Background: an optimization exercise with open tools, aiming at small area, a short achievable clock period and few clock cycles. Do not read the settings as production practice.
Where RTL was checked, it was by simulation tests only, not by an equivalence proof against the original.

==> run Z: inputs <==
==> flow/design.v <==
module pq_engine (
    input  wire         clk,
    input  wire         rst,
    input  wire         cmd_valid,
    output wire         cmd_ready,
    input  wire [4:0]   cmd_k,
    input  wire [4:0]   cmd_x,
    input  wire [4:0]   cmd_y,
    input  wire         cmd_two,
    input  wire         in_valid,
    output wire         in_ready,
    input  wire [127:0] in_data,
    output wire         out_valid,
    input  wire         out_ready,
    output wire [127:0] out_data,
    output wire [4:0]   out_pos
);
    localparam LANES = 16;
    localparam [1:0] S_IDLE = 2'd0,
                     S_LOAD = 2'd1,
                     S_OUT1 = 2'd2,
                     S_OUT2 = 2'd3;
    function [7:0] gf_mul2;
        input [7:0] a;
        begin
            gf_mul2 = {a[6:0], 1'b0} ^ (a[7] ? 8'h1D : 8'h00);
        end
    endfunction
    function [7:0] gf_mul;
        input [7:0] a;
        input [7:0] b;
        integer i;
        reg [7:0] p;
        reg [7:0] t;
        begin
            p = 8'h00;
            t = a;
            for (i = 0; i < 8; i = i + 1) begin
                if (b[i])
                    p = p ^ t;
                t = gf_mul2(t);
            end
            gf_mul = p;
        end
    endfunction
    localparam [255:0] T_GPOW = 256'hc06030180c06038fc9ea75b45a2d984c261387cde8743a1d8040201008040201;
    localparam [255:0] T_GINV = 256'h122448903d7af4f5f7f3fbebcb8b0b162c58b07dfae9cf831b366cd8ad478e01;
    localparam [255:0] T_ZINV = 256'h595789deaaba8e02d2b4e9f26326dc678ac0e48574fba9a0545fed729da7f400;
    reg         cb_v;          
    reg         cb_p;          
    reg         cmd_rdy;
    reg [4:0]   cb_k, cb_x, cb_y;
    reg         cb_two;
    assign cmd_ready = cmd_rdy;
    wire cmd_fire = cmd_valid & cmd_rdy;
    wire [4:0] cb_k1   = cb_k + 5'd1;
    wire       cx_data = (cb_x < cb_k);
    wire [4:0] cb_d    = cb_y - cb_x;
    wire       cb_m0   = (cb_x == 5'd0);
    wire       cb_m1   = cb_two & (cb_y == 5'd1);
    wire       cb_qm   = (cb_x == cb_k1) | (cb_two & (cb_y == cb_k1));
    wire       cb_pm   = (cb_x == cb_k) | (cb_two & (cb_y == cb_k));
    wire       cb_dd   = cx_data & cb_two & (cb_y < cb_k);
    wire       cb_dp   = cx_data & cb_two & (cb_y == cb_k);
    wire       cb_dq   = cx_data & cb_two & (cb_y == cb_k1);
    wire       cb_qa   = (cb_x == cb_k1);
    wire [7:0] cb_gx   = T_GPOW[8*cb_x +: 8];
    wire [7:0] cb_gix  = T_GINV[8*cb_x +: 8];
    wire [7:0] cb_z    = T_ZINV[8*cb_d +: 8];
    reg  [7:0] p_c;
    always @(posedge clk)
        p_c <= cb_dd ? gf_mul(cb_z, cb_gix) : (cb_dp ? cb_gix : 8'h01);
    wire [7:0] l_c   = p_c;
    wire [7:0] l_e   = cb_dq ? cb_gx :
                       cb_dd ? cb_z :
                       (cb_dp | cb_qa) ? 8'h01 : 8'h00;
    wire [7:0] l_c1  = gf_mul2(l_c);
    wire [4:0] l_p0  = cb_m0 ? (cb_m1 ? 5'd2 : 5'd1) : 5'd0;
    wire [7:0] l_cw0 = cb_m0 ? (cb_m1 ? gf_mul2(l_c1) : l_c1) : l_c;
    wire [4:0] l_lp  = cb_qm ? (cb_pm ? cb_k - 5'd1 : cb_k) : cb_k1;
    reg [1:0]   state;
    reg         in_rdy;
    reg [4:0]   opos;          
    reg [4:0]   k_r, x_r, y_r, lp_r;
    reg         two_r;
    reg         sx;            
    reg [4:0]   pos;           
    reg [7:0]   c_r, e_r;
    reg [7:0]   cw;            
    reg         isp_r, isq_r;  
    reg         last_r;        
    reg         first;         
    reg [127:0] acc_a, acc_x;
    assign in_ready  = in_rdy;
    assign out_valid = state[1];
    assign out_data  = acc_a;
    assign out_pos   = opos;
    wire consume  = in_valid & in_rdy;
    wire out_fire = state[1] & out_ready;
    wire shift    = out_fire & (state == S_OUT1) & two_r;
    wire res_done = out_fire & ((state == S_OUT2) | ~two_r);
    wire load_row = cb_p & ((state == S_IDLE) | res_done);
    reg [1:0] state_n;
    always @(*) begin
        state_n = state;
        case (state)
            S_IDLE: if (cb_p) state_n = S_LOAD;
            S_LOAD: if (consume && last_r) state_n = S_OUT1;
            S_OUT1: if (out_ready) state_n = two_r ? S_OUT2 : (cb_p ? S_LOAD : S_IDLE);
            S_OUT2: if (out_ready) state_n = cb_p ? S_LOAD : S_IDLE;
        endcase
    end
    wire cb_v_n = cmd_fire | (cb_v & ~load_row);
    function is_missing;
        input [4:0] p;
        input [4:0] x;
        input [4:0] y;
        input       two;
        begin
            is_missing = (p == x) || (two && (p == y));
        end
    endfunction
    wire [4:0] pos1 = pos + 5'd1;
    wire [4:0] pos2 = pos + 5'd2;
    wire       m1   = is_missing(pos1, x_r, y_r, two_r);
    wire       m2   = is_missing(pos2, x_r, y_r, two_r);
    wire [4:0] pn   = m1 ? (m2 ? pos + 5'd3 : pos2) : pos1;
    wire [7:0] cw1  = gf_mul2(cw);
    wire [7:0] cw2  = gf_mul2(cw1);
    wire [7:0] cwn  = m1 ? (m2 ? gf_mul2(cw2) : cw2) : cw1;
    wire [7:0] w = isq_r ? c_r : (isp_r ? e_r : (cw ^ e_r));
    wire [7:0] wm [0:7];
    assign wm[0] = w;
    genvar gb, gl;
    generate
        for (gb = 1; gb < 8; gb = gb + 1) begin : g_wm
            assign wm[gb] = gf_mul2(wm[gb-1]);
        end
    endgenerate
    wire [127:0] prod;
    generate
        for (gl = 0; gl < LANES; gl = gl + 1) begin : g_lane
            wire [7:0] d = in_data[8*gl +: 8];
            assign prod[8*gl +: 8] =
                ({8{d[0]}} & wm[0]) ^ ({8{d[1]}} & wm[1]) ^
                ({8{d[2]}} & wm[2]) ^ ({8{d[3]}} & wm[3]) ^
                ({8{d[4]}} & wm[4]) ^ ({8{d[5]}} & wm[5]) ^
                ({8{d[6]}} & wm[6]) ^ ({8{d[7]}} & wm[7]);
        end
    endgenerate
    wire         add_a = consume & ~isq_r;
    wire         selx  = consume & last_r & sx;
    wire [127:0] a_f   = (acc_a & {128{~first}}) ^ (in_data & {128{add_a}});
    wire [127:0] x_f   = (acc_x & {128{~first}}) ^ prod;
    always @(posedge clk) begin
        acc_a <= shift ? acc_x : (a_f ^ (x_f & {128{selx}}));
        if (consume)
            acc_x <= x_f;
        if (cmd_fire) begin
            cb_k   <= cmd_k;
            cb_x   <= cmd_x;
            cb_y   <= cmd_y;
            cb_two <= cmd_two;
        end
        if (load_row) begin
            k_r    <= cb_k;
            x_r    <= cb_x;
            y_r    <= cb_y;
            two_r  <= cb_two;
            lp_r   <= l_lp;
            sx     <= cb_qa | cb_dp | cb_dd;
            c_r    <= l_c;
            e_r    <= l_e;
            pos    <= l_p0;
            cw     <= l_cw0;
            isp_r  <= (l_p0 == cb_k);
            isq_r  <= 1'b0;
            last_r <= (l_p0 == l_lp);
            opos   <= cb_x;
        end else begin
            if (consume) begin
                pos    <= pn;
                cw     <= cwn;
                isp_r  <= (pn == k_r);
                isq_r  <= (pn == k_r + 5'd1);
                last_r <= (pn == lp_r);
            end
            if (shift)
                opos <= y_r;
        end
        if (rst) begin
            state   <= S_IDLE;
            cb_v    <= 1'b0;
            cb_p    <= 1'b0;
            cmd_rdy <= 1'b0;
            in_rdy  <= 1'b0;
            first   <= 1'b0;
        end else begin
            state   <= state_n;
            cb_v    <= cb_v_n;
            cb_p    <= cb_v & ~load_row;
            cmd_rdy <= ~cb_v_n;
            in_rdy  <= (state_n == S_LOAD);
            if (load_row)
                first <= 1'b1;
            else if (consume)
                first <= 1'b0;
        end
    end
endmodule
==> flow/flow/run.sh <==
#!/bin/bash
# Standard ORFS layout in two calls: synthesis and floorplan with no timing
# repair margin, then placement to the end with timing repair aimed below the
# clock period. Each call's output goes to its own log.
set -euo pipefail
bash standard.sh synth floorplan SETUP_SLACK_MARGIN=0 > orfs_synth_floorplan.log 2>&1
bash standard.sh finish SETUP_SLACK_MARGIN=14.0 "BUFFER_PORTS_ARGS=-buffer_cell sky130_fd_sc_hd__buf_2" TNS_END_PERCENT=5 > orfs_place_route.log 2>&1
==> flow/standard.sh <==
#!/bin/bash
# synth_recipe.tcl (not shown) runs the flow's synth.tcl, then flattens the netlist and writes it again
# the make line also repeats each setting of config.mk as NAME=value (left out here)
make -C /OpenROAD-flow-scripts/flow DESIGN_CONFIG=/design/flow/config.mk WORK_HOME=/design/flow/orfs CLKGATE_MAP_FILE= SYNTH_SCRIPT=/design/flow/synth_recipe.tcl "${@:-finish}"
==> flow/config.mk <==
export PLATFORM = sky130hd
export DESIGN_NAME = pq_engine
export DESIGN_NICKNAME = pq_engine
export VERILOG_FILES = /design/flow/design.v
export SDC_FILE = /design/flow/constraint.sdc
export NUM_CORES = 8
export LEC_CHECK = 0
export CAP_MARGIN = 20
export CORE_MARGIN = 2
export CORE_UTILIZATION = 60
export SLEW_MARGIN = 20
==> flow/constraint.sdc <==
create_clock -name core_clock -period 19.0 [get_ports {clk}]
set_input_delay 3.8000 -clock core_clock [delete_from_list [all_inputs] [get_ports {clk}]]
set_output_delay 3.8000 -clock core_clock [all_outputs]
set_load 0.01 [all_outputs]
==> run P: changes against run Z <==
==> flow/flow/run.sh (replaced) <==
#!/bin/bash
# Standard ORFS layout in two calls: synthesis and floorplan with no timing
# repair margin, then placement to the end with timing repair aimed below the
# clock period. Each call's output goes to its own log.
set -euo pipefail
bash standard.sh synth floorplan SETUP_SLACK_MARGIN=0 > orfs_synth_floorplan.log 2>&1
bash standard.sh finish SETUP_SLACK_MARGIN=14.0 "BUFFER_PORTS_ARGS=-buffer_cell sky130_fd_sc_hd__buf_2"  > orfs_place_route.log 2>&1
Settings changed: ABC_CLOCK_PERIOD_IN_PS set to 600, CORE_UTILIZATION 60 to 70.
==> run E: changes against run Z <==
--- a/flow/design.v
+++ b/flow/design.v
@@ -47,7 +47,6 @@
     localparam [255:0] T_GINV = 256'h122448903d7af4f5f7f3fbebcb8b0b162c58b07dfae9cf831b366cd8ad478e01;
     localparam [255:0] T_ZINV = 256'h595789deaaba8e02d2b4e9f26326dc678ac0e48574fba9a0545fed729da7f400;
     reg         cb_v;          
-    reg         cb_p;          
     reg         cmd_rdy;
     reg [4:0]   cb_k, cb_x, cb_y;
     reg         cb_two;
@@ -67,10 +66,7 @@
     wire [7:0] cb_gx   = T_GPOW[8*cb_x +: 8];
     wire [7:0] cb_gix  = T_GINV[8*cb_x +: 8];
     wire [7:0] cb_z    = T_ZINV[8*cb_d +: 8];
-    reg  [7:0] p_c;
-    always @(posedge clk)
-        p_c <= cb_dd ? gf_mul(cb_z, cb_gix) : (cb_dp ? cb_gix : 8'h01);
-    wire [7:0] l_c   = p_c;
+    wire [7:0] l_c   = cb_dd ? gf_mul(cb_z, cb_gix) : (cb_dp ? cb_gix : 8'h01);
     wire [7:0] l_e   = cb_dq ? cb_gx :
                        cb_dd ? cb_z :
                        (cb_dp | cb_qa) ? 8'h01 : 8'h00;
@@ -99,15 +95,15 @@
     wire out_fire = state[1] & out_ready;
     wire shift    = out_fire & (state == S_OUT1) & two_r;
     wire res_done = out_fire & ((state == S_OUT2) | ~two_r);
-    wire load_row = cb_p & ((state == S_IDLE) | res_done);
+    wire load_row = cb_v & ((state == S_IDLE) | res_done);
     reg [1:0] state_n;
     always @(*) begin
         state_n = state;
         case (state)
-            S_IDLE: if (cb_p) state_n = S_LOAD;
+            S_IDLE: if (cb_v) state_n = S_LOAD;
             S_LOAD: if (consume && last_r) state_n = S_OUT1;
-            S_OUT1: if (out_ready) state_n = two_r ? S_OUT2 : (cb_p ? S_LOAD : S_IDLE);
-            S_OUT2: if (out_ready) state_n = cb_p ? S_LOAD : S_IDLE;
+            S_OUT1: if (out_ready) state_n = two_r ? S_OUT2 : (cb_v ? S_LOAD : S_IDLE);
+            S_OUT2: if (out_ready) state_n = cb_v ? S_LOAD : S_IDLE;
         endcase
     end
     wire cb_v_n = cmd_fire | (cb_v & ~load_row);
@@ -191,14 +187,12 @@
         if (rst) begin
             state   <= S_IDLE;
             cb_v    <= 1'b0;
-            cb_p    <= 1'b0;
             cmd_rdy <= 1'b0;
             in_rdy  <= 1'b0;
             first   <= 1'b0;
         end else begin
             state   <= state_n;
             cb_v    <= cb_v_n;
-            cb_p    <= cb_v & ~load_row;
             cmd_rdy <= ~cb_v_n;
             in_rdy  <= (state_n == S_LOAD);
             if (load_row)
==> flow/flow/run.sh (replaced) <==
#!/bin/bash
# Standard ORFS layout; timing repair aimed below the clock period.
set -euo pipefail
bash standard.sh finish SETUP_SLACK_MARGIN=14.0 "BUFFER_PORTS_ARGS=-buffer_cell sky130_fd_sc_hd__buf_2" > orfs_finish.log 2>&1
Settings changed: CORE_UTILIZATION 60 to 55.
==> metrics.yaml <==
status: "timing/DRC/antenna clean"
clock_cell_area_share_pct: 3.625
initial_core_util_pct: 71.02
tightest_slew_ns: 1.193
fp.dieH_um: 229.6
layout_common_cells: "nand2_1, xnor2_1, nor2_1"
vdd_drop_max_mv: 0.1037
netlist_area_um2: 35630
period_share_pct: 26.36
first_iter_violations: 4044
r2r_end: "acc_a[2]$_DFF_P_"
worst_slack_ns: 13.99
yosys.area_share.adder_pct: 1.285
That was run P.
==> metrics.yaml <==
yosys.area_share.adder_pct: 1.559
vdd_drop_max_mv: 0.06455
tightest_slew_ns: 0.9824
layout_common_cells: "nand2_1, xnor2_1, nor2_1"
setup_tns_ns: 0
netlist_area_um2: 35620
grt.total_usage_pct: 36.01
initial_core_util_pct: 55.46
clock_cell_area_share_pct: 3.540
r2r_end: "cw[4]$_DFFE_PP_"
gp_congestion: 0.8995
period_share_pct: 26.96
status: "timing/DRC/antenna clean"
That was run E.
==> metrics.yaml <==
netlist_area_um2: 35630
vdd_drop_max_mv: 0.08165
tightest_slew_ns: 1.220
first_iter_violations: 3155
status: "timing/DRC/antenna clean"
r2r_end: "p_c[4]$_DFF_P_"
clock_cell_area_share_pct: 3.677
fp.dieH_um: 247.7
initial_core_util_pct: 60.48
That was run Z.
Testbench counts of run Z, summed over its fixed seeds: cycles 8,497.
Testbench counts of run P, summed over its fixed seeds: cycles 8,497.
For run E, only the layout was checked, not whether the RTL still works.

[static timing again, ports no longer ideal]
No port has a modelled driver above. Below, the same layouts with a new extraction and two added sets of constraints.
Step 1, drivers: a clkbuf_16 drives clk and a buf_2 each remaining input, both assumed.
Step 2, shift: input delay + t, output delay - t, t = (earliest + latest rising clock arrival at the registers) / 2. This alone moves slack from input paths to output paths.
Slacks: no drivers / after step 1 / after step 2; pairs: no drivers / after step 1.
run | t (ns) | setup slack, ns | worst hold slack (ns) | slew at the worst register clock pin (ns)
run Z | 0.653 | 13.933 / 13.870 / 13.268 | 0.434 / 0.434 / 0.434 | 0.06 / 0.06
run P | 0.667 | 13.992 / 13.908 / 13.240 | 0.448 / 0.448 / 0.448 | 0.06 / 0.06
run E | 0.663 | 13.878 / 13.878 / 13.349 | 0.499 / 0.499 / 0.499 | 0.06 / 0.06
After both steps setup and hold are still met in every run listed. The setup slack of run P, which loses most, moves by -0.084 ns with the drivers and by -0.752 ns with both steps.
